From an optimization exercise on the open Yosys and OpenROAD flow, aimed at small area, a short achievable clock period and few clock cycles per item; shortcuts taken in it are not production practice.
Function was checked by simulation only, so behaviour that the tests miss may differ from the original.
Power is estimated from default activity; no workload was simulated.

### flow/design.v
module rs_encoder (
    input  wire        clk,
    input  wire        rst,
    input  wire        in_valid,
    output wire        in_ready,
    input  wire [31:0] in_data,
    input  wire [5:0]  in_k,
    input  wire [4:0]  in_m,        
    output wire        out_valid,
    input  wire        out_ready,
    output wire [31:0] out_data,
    output wire [3:0]  out_row,
    output wire        out_last
);
    function automatic [7:0] gf_mul(input [7:0] a, input [7:0] b);
        reg [7:0] p;
        reg [7:0] x;
        integer n;
        begin
            p = 8'h00;
            x = a;
            for (n = 0; n < 8; n = n + 1) begin
                if (b[n]) p = p ^ x;
                x = {x[6:0], 1'b0} ^ (x[7] ? 8'h1D : 8'h00);
            end
            gf_mul = p;
        end
    endfunction
    function automatic [31:0] gf_mul_word(input [7:0] c, input [31:0] w);
        begin
            gf_mul_word = {gf_mul(c, w[31:24]), gf_mul(c, w[23:16]),
                           gf_mul(c, w[15:8]),  gf_mul(c, w[7:0])};
        end
    endfunction
    function automatic [7:0] inv64(input [5:0] v);
        begin
            case (v)
      6'd0: inv64 = 8'h36;
      6'd1: inv64 = 8'h5F;
      6'd2: inv64 = 8'hF8;
      6'd3: inv64 = 8'hD5;
      6'd4: inv64 = 8'h92;
      6'd5: inv64 = 8'h4E;
      6'd6: inv64 = 8'hA6;
      6'd7: inv64 = 8'h04;
      6'd8: inv64 = 8'h30;
      6'd9: inv64 = 8'h88;
      6'd10: inv64 = 8'h2B;
      6'd11: inv64 = 8'h1E;
      6'd12: inv64 = 8'h16;
      6'd13: inv64 = 8'h67;
      6'd14: inv64 = 8'h45;
      6'd15: inv64 = 8'h93;
      6'd16: inv64 = 8'h38;
      6'd17: inv64 = 8'h23;
      6'd18: inv64 = 8'h68;
      6'd19: inv64 = 8'h8C;
      6'd20: inv64 = 8'h81;
      6'd21: inv64 = 8'h1A;
      6'd22: inv64 = 8'h25;
      6'd23: inv64 = 8'h61;
      6'd24: inv64 = 8'h13;
      6'd25: inv64 = 8'hC1;
      6'd26: inv64 = 8'hCB;
      6'd27: inv64 = 8'h63;
      6'd28: inv64 = 8'h97;
      6'd29: inv64 = 8'h0E;
      6'd30: inv64 = 8'h37;
      6'd31: inv64 = 8'h41;
      6'd32: inv64 = 8'h24;
      6'd33: inv64 = 8'h57;
      6'd34: inv64 = 8'hCA;
      6'd35: inv64 = 8'h5B;
      6'd36: inv64 = 8'hB9;
      6'd37: inv64 = 8'hC4;
      6'd38: inv64 = 8'h17;
      6'd39: inv64 = 8'h4D;
      6'd40: inv64 = 8'h52;
      6'd41: inv64 = 8'h8D;
      6'd42: inv64 = 8'hEF;
      6'd43: inv64 = 8'hB3;
      6'd44: inv64 = 8'h20;
      6'd45: inv64 = 8'hEC;
      6'd46: inv64 = 8'h2F;
      6'd47: inv64 = 8'h32;
      6'd48: inv64 = 8'h28;
      6'd49: inv64 = 8'hD1;
      6'd50: inv64 = 8'h11;
      6'd51: inv64 = 8'hD9;
      6'd52: inv64 = 8'hE9;
      6'd53: inv64 = 8'hFB;
      6'd54: inv64 = 8'hDA;
      6'd55: inv64 = 8'h79;
      6'd56: inv64 = 8'hDB;
      6'd57: inv64 = 8'h77;
      6'd58: inv64 = 8'h06;
      6'd59: inv64 = 8'hBB;
      6'd60: inv64 = 8'h84;
      6'd61: inv64 = 8'hCD;
      6'd62: inv64 = 8'hFE;
      6'd63: inv64 = 8'hFC;
            endcase
        end
    endfunction
    function automatic [7:0] cauchy(input [3:0] j, input [5:0] i);
        begin
            cauchy = inv64({2'b00, j} ^ i);
        end
    endfunction
    localparam S_IN  = 1'b0;
    localparam S_OUT = 1'b1;
    reg        state;
    reg [5:0]  idx;         
    reg [3:0]  row;         
    reg [3:0]  last_row;    
    wire [31:0] acc [0:15];   
    wire in_fire  = in_valid && in_ready;
    wire out_fire = out_valid && out_ready;
    wire in_end   = (idx == in_k - 6'd1);
    assign in_ready  = (state == S_IN);
    assign out_valid = (state == S_OUT);
    assign out_data  = acc[row];
    assign out_row   = row;
    assign out_last  = (row == last_row);
    always @(posedge clk) begin
        if (rst) begin
            state <= S_IN;
            idx   <= 6'd0;
            row   <= 4'd0;
        end else if (state == S_IN) begin
            if (in_fire) begin
                if (in_end) begin
                    idx      <= 6'd0;
                    row      <= 4'd0;
                    last_row <= in_m[3:0] - 4'd1;
                    state    <= S_OUT;
                end else begin
                    idx <= idx + 6'd1;
                end
            end
        end else begin
            if (out_fire) begin
                if (out_last) begin
                    state <= S_IN;
                end else begin
                    row <= row + 4'd1;
                end
            end
        end
    end
    genvar j;
    generate
        for (j = 0; j < 16; j = j + 1) begin : g_row
            reg [31:0] acc_q;
            always @(posedge clk) begin
                if (in_fire) begin
                    if (idx == 6'd0)
                        acc_q <= gf_mul_word(cauchy(j, idx), in_data);
                    else
                        acc_q <= acc_q ^ gf_mul_word(cauchy(j, idx), in_data);
                end
            end
            assign acc[j] = acc_q;
        end
    endgenerate
endmodule
### flow/run.sh
#!/bin/bash
# synth_recipe.tcl (not shown) runs the flow's synth.tcl, then flattens the netlist and writes it again
# the make line also repeats each setting of config.mk as NAME=value (left out here)
make -C /OpenROAD-flow-scripts/flow DESIGN_CONFIG=/design/flow/config.mk WORK_HOME=/design/flow/orfs CLKGATE_MAP_FILE= SYNTH_SCRIPT=/design/flow/synth_recipe.tcl finish
### flow/config.mk
export PLATFORM = sky130hd
export DESIGN_NAME = rs_encoder
export DESIGN_NICKNAME = rs_encoder
export VERILOG_FILES = /design/flow/design.v
export SDC_FILE = /design/flow/constraint.sdc
export NUM_CORES = 4
export LEC_CHECK = 0
export CAP_MARGIN = 20
export CELL_PAD_IN_SITES_DETAIL_PLACEMENT = 1
export CELL_PAD_IN_SITES_GLOBAL_PLACEMENT = 2
export CORE_MARGIN = 2
export CORE_UTILIZATION = 25
export PLACE_DENSITY = 0.45
export SLEW_MARGIN = 20
### flow/constraint.sdc
create_clock -name core_clock -period 10.0 [get_ports {clk}]
set_input_delay 2.0000 -clock core_clock [delete_from_list [all_inputs] [get_ports {clk}]]
set_output_delay 2.0000 -clock core_clock [all_outputs]
set_load 0.01 [all_outputs]
==> run notes <==
==> cell usage in the layout (no fill, tap or decap), types with 33 or more instances in the layout <==
master	n
a211oi_1	61
inv_1	44
nor2_1	448
xnor2_2	45
xnor3_1	168
mux4_2	48
and3_1	39
nand2b_1	81
xor2_1	649
nor3_1	78
mux2_2	42
clkbuf_1	34
o211ai_1	63
nand3_1	93
clkinv_1	33
a22o_1	63
and2_1	43
mux2i_1	93
a31oi_1	89
ha_1	35
clkdlybuf4s50_1	52
buf_4	501
diode_2	35
a222oi_1	35
edfxtp_1	516
nand2_1	4061
xnor2_1	3101
a221oi_1	110
a22oi_1	312
nor2b_1	74
o21ai_0	458
clkbuf_16	107
a21oi_1	270
==> cell families after synthesis <==
logic type | after synthesis | share of synthesized area [%]
AND/OR/NAND/NOR | 5078 | 21.3
XOR/XNOR | 4022 | 40.0
AO/OA/AOI/OAI | 1848 | 13.4
buffers and inverters | 1276 | 5.62
flip-flops | 535 | 16.6
multiplexers | 185 | 2.63
adder cells (fa/ha/maj) | 40 | 0.520
==> area by class of cell <==
class	instances	area, µm²	area share (%)
Multi-Input combinational cell	11173	75300	71.0
Sequential cell	535	15900	15.0
Tap cell	5038	6300	5.94
Timing Repair Buffer	613	5250	4.95
Clock buffer	142	2820	2.66
Inverter	58	230	0.217
Clock inverter	40	186	0.176
Antenna cell	35	87.6	0.0826
==> worst max-delay path, cell delays in order (launching register included) <==
cell,delay [ns]
dfxtp_1,0.51
ha_1,0.47
and3_2,0.74
buf_4,0.71
a22o_1,0.47
a221oi_1,0.10
buf_4,0.23
and3_1,0.23
a41oi_1,0.81
clkdlybuf4s50_1,0.70
==> per-layer routing <==
| metal | vias up | part of all wire [%] | GRT usage [%] | routed length [µm] |
|---|---|---|---|---|
| li1 | 41581 | - | - | - |
| met3 | 994 | 7.5 | 7.05 | 56600 |
| met2 | 4281 | 43 | 58.4 | 329000 |
| met4 | 40 | 5.8 | 18.7 | 44200 |
| met5 | - | 0.036 | 0 | 276 |
| met1 | 53096 | 43 | 50.1 | 327000 |
==> how the worst max path moves through the flow <==
stage                             start                            to  slack, ns
global route        row[1]$_SDFFE_PP0P_                  out_data[24]       2.31
finish              row[0]$_SDFFE_PP0P_                  out_data[24]       2.11
global placement    idx[1]$_SDFFE_PP0P_  g_row[1].acc_q[11]$_DFFE_PP_       3.01
detailed placement  idx[1]$_SDFFE_PP0P_  g_row[1].acc_q[11]$_DFFE_PP_       2.94
CTS                 row[0]$_SDFFE_PP0P_                  out_data[24]       2.27
floorplan                      in_valid                     flip-flop      -1.46
==> stage by stage <==
stage | TNS, ns | instance area [µm²]
2_1_floorplan | -182.20 | 95800
3_3_place_gp | 0 | 103000
3_5_place_dp | 0 | 103000
4_1_cts | 0 | 106000
5_1_grt | 0 | 106000
6_report | 0 | 106000
==> flip-flops by register name, indices dropped and copies added (netlist names), named ones only <==
signal       cells
row              4
g_row.acc_q    512
idx              6
state            1
last_row         4
==> power groups by stage <==
stage          logic [W]  registers [W]  clock network (W)
6_report          0.0167        0.00748            0.00363
5_1_grt           0.0178        0.00736            0.00373
4_1_cts           0.0167        0.00734            0.00370
3_5_place_dp      0.0165        0.00736                  0
3_3_place_gp      0.0163        0.00736                  0
2_1_floorplan     0.0123        0.00495                  0
==> qor.csv <==
stage;metric;value;unit
timing;RSZ-0062 raised after global routing;false;
logic_synthesis;most instantiated cells after synthesis;4063 x nand2_1, 3123 x xnor2_1, 733 x clkbuf_1;
critical_path;reg-to-reg startpoint;idx[1]$_SDFFE_PP0P_;
min_path;Hold Crit Class;reg -> reg;
logic_synthesis;sequential share of the synthesized area;16.6;%
critical_path;Setup crit start kind;flip-flop;
pwr;Psw;0.0139;W
logic_synthesis;EDFF count, synth;516;
logic_synthesis;Post-Syn Area per Cell;7.37;µm²
logic_synthesis;Synth top area share;28.6;%
critical_path;crit-path max FO;24;
routing;Detail Route Antenna Nets;0;
cells_and_area;Fillers;45671;
logic_synthesis;ranking of synthesized cells by area;xnor2_1 29%, edfxtp_1 16%, nand2_1 16%, xor2_1 6.0%, xnor3_1 4.0%;
pwr;Switching Share;49.9;%
pwr;share of power burned in combinational logic;60.0;%
timing;final hold violations;0;
pwr;Leak;37.6;nW
cells_and_area;Util after Layout;27.8;%
cells_and_area;fin cells;17634;
min_path;hold path start;state$_SDFF_PP0_;
outcome;status;timing/DRC/antenna clean;
logic_synthesis;Mapped Cells;12984;
cts;Worst-path clk slew;0.05;ns
global_routing;number of antenna violations at the first check in global routing;97;
logic_synthesis;count leader, synth;nand2_1;
place;Final HPWL DP;520000;µm
timing;Final min period;7.89;ns
min_path;hold path cells;2;
floorplanning;Initial Util;25.1;%
cts;H-Tree Depth;3;
routing;routed len/inst;42.9;µm
floorplanning;FP Rows;227;
cts;CTS tree;yes;
cts;clock buffer depth;4;
cts;clock sink total;535;
critical_path;Setup crit end kind;output pin;
timing;fmax;127;MHz
cells_and_area;share of cells above drive strength 1;8.42;%
global_routing;largest net degree at the start of global routing;108;
floorplanning;total I/O pin count;86;
critical_path;Data arrival, critical path;5.89;ns
logic_synthesis;Yosys cell types;115;
logic_synthesis;Yosys reg bits;535;
floorplanning;Die ar.;0.388;mm²
critical_path;WS Path Type;reg -> out;
cts;CTS hold repair buffers;0;
logic_synthesis;Ys Warns;1;
logic_synthesis;leading area contributor after synthesis;xnor2_1;
routing;DR pass1 iterations;8;
floorplanning;Die Y;623;µm
timing;Final Slew Violations;0;
timing;Final setup violation count;0;
place;Port Buffer Count;84;
flow_run;# Max-Cap Violations;0;
critical_path;R2R setup slack;2.88;ns
routing;Starting DRT DRC Count;11615;
pwr;total power;0.0278;W
logic_synthesis;Synthesized Nets;13070;
critical_path;worst r2r dst;g_row[1].acc_q[11]$_DFFE_PP_;
pwr;cell-internal power;0.0139;W
cts;Root Driver;clkbuf_16;
cells_and_area;Layout Nets;12572;
routing;vias per cell;5.67;
critical_path;worst-case reg-to-reg path depth;14;
timing;setup ws final;2.11;ns
timing;Final period util;78.9;%
pwr;clock share of power;13.0;%
logic_synthesis;Synth Flop Type;edfxtp_1;
cts;post-CTS sizing;0;
cts;Setup Buffers After CTS;0;
global_routing;first-pass GRT wire length;990000;µm
timing;relative slew slack;11.2;%
timing;Slew @ Worst Pin;1.33;ns
logic_synthesis;Mapped Area;0.0957;mm²
cells_and_area;area grow syn2layout;10.8;%
place;Place WS;2.94;ns
timing;Max Clock Skew;0.0923;ns
routing;DRC Markers;0;
global_routing;GR Overflow Total;0;
pwr;Power Dens Cells;262;mW/mm²
cts;clock latency (worst-skew pair);0.92;ns
pwr;Flop pwr share;26.9;%
critical_path;Worst EP required;8.00;ns
timing;worst hold margin;0.542;ns
place;routability congestion estimate from global placement;0.935;
place;dpl cells;17414;
global_routing;Total GRT Usage;37.7;%
routing;drt total wl;756000;µm
logic_synthesis;Async S/R FF share, synth;0;%
routing;via count;99992;
min_path;Worst Hold End;state$_SDFF_PP0_;
cts;total CTS buffers;105;
global_routing;vias in the first global route;97702;
floorplanning;Die X;623;µm
floorplanning;Core Region;0.382;mm²
pwr;Peak VDD IR;147;µV
Testbench counts, summed over its fixed seeds: cycles 66,383, stripes 2,400.

-- afterwards: timing with drivers on the ports --
The results above use ideal ports. As a check the final layout listed here was re-extracted and re-timed, cells and wires unchanged.
Step 1, drivers: a clkbuf_16 drives clk and a buf_2 each remaining input, both assumed.
Step 2 times the ports against the registers' clock, not the clock port: input delays grow and output delays shrink by t, the midpoint of the rising clock arrivals with the driver on.
Slacks: ideal ports / drivers / drivers and shift; pairs: ideal ports / drivers.
t (ns): 1.003
slack for setup (ns): 2.114 / 1.986 / 2.877
hold slack, ns: 0.542 / 0.542 / 0.542
After both steps this run still meets setup and hold. For this run, drivers alone change the setup slack by -0.128 ns; drivers and shift together by +0.763 ns.
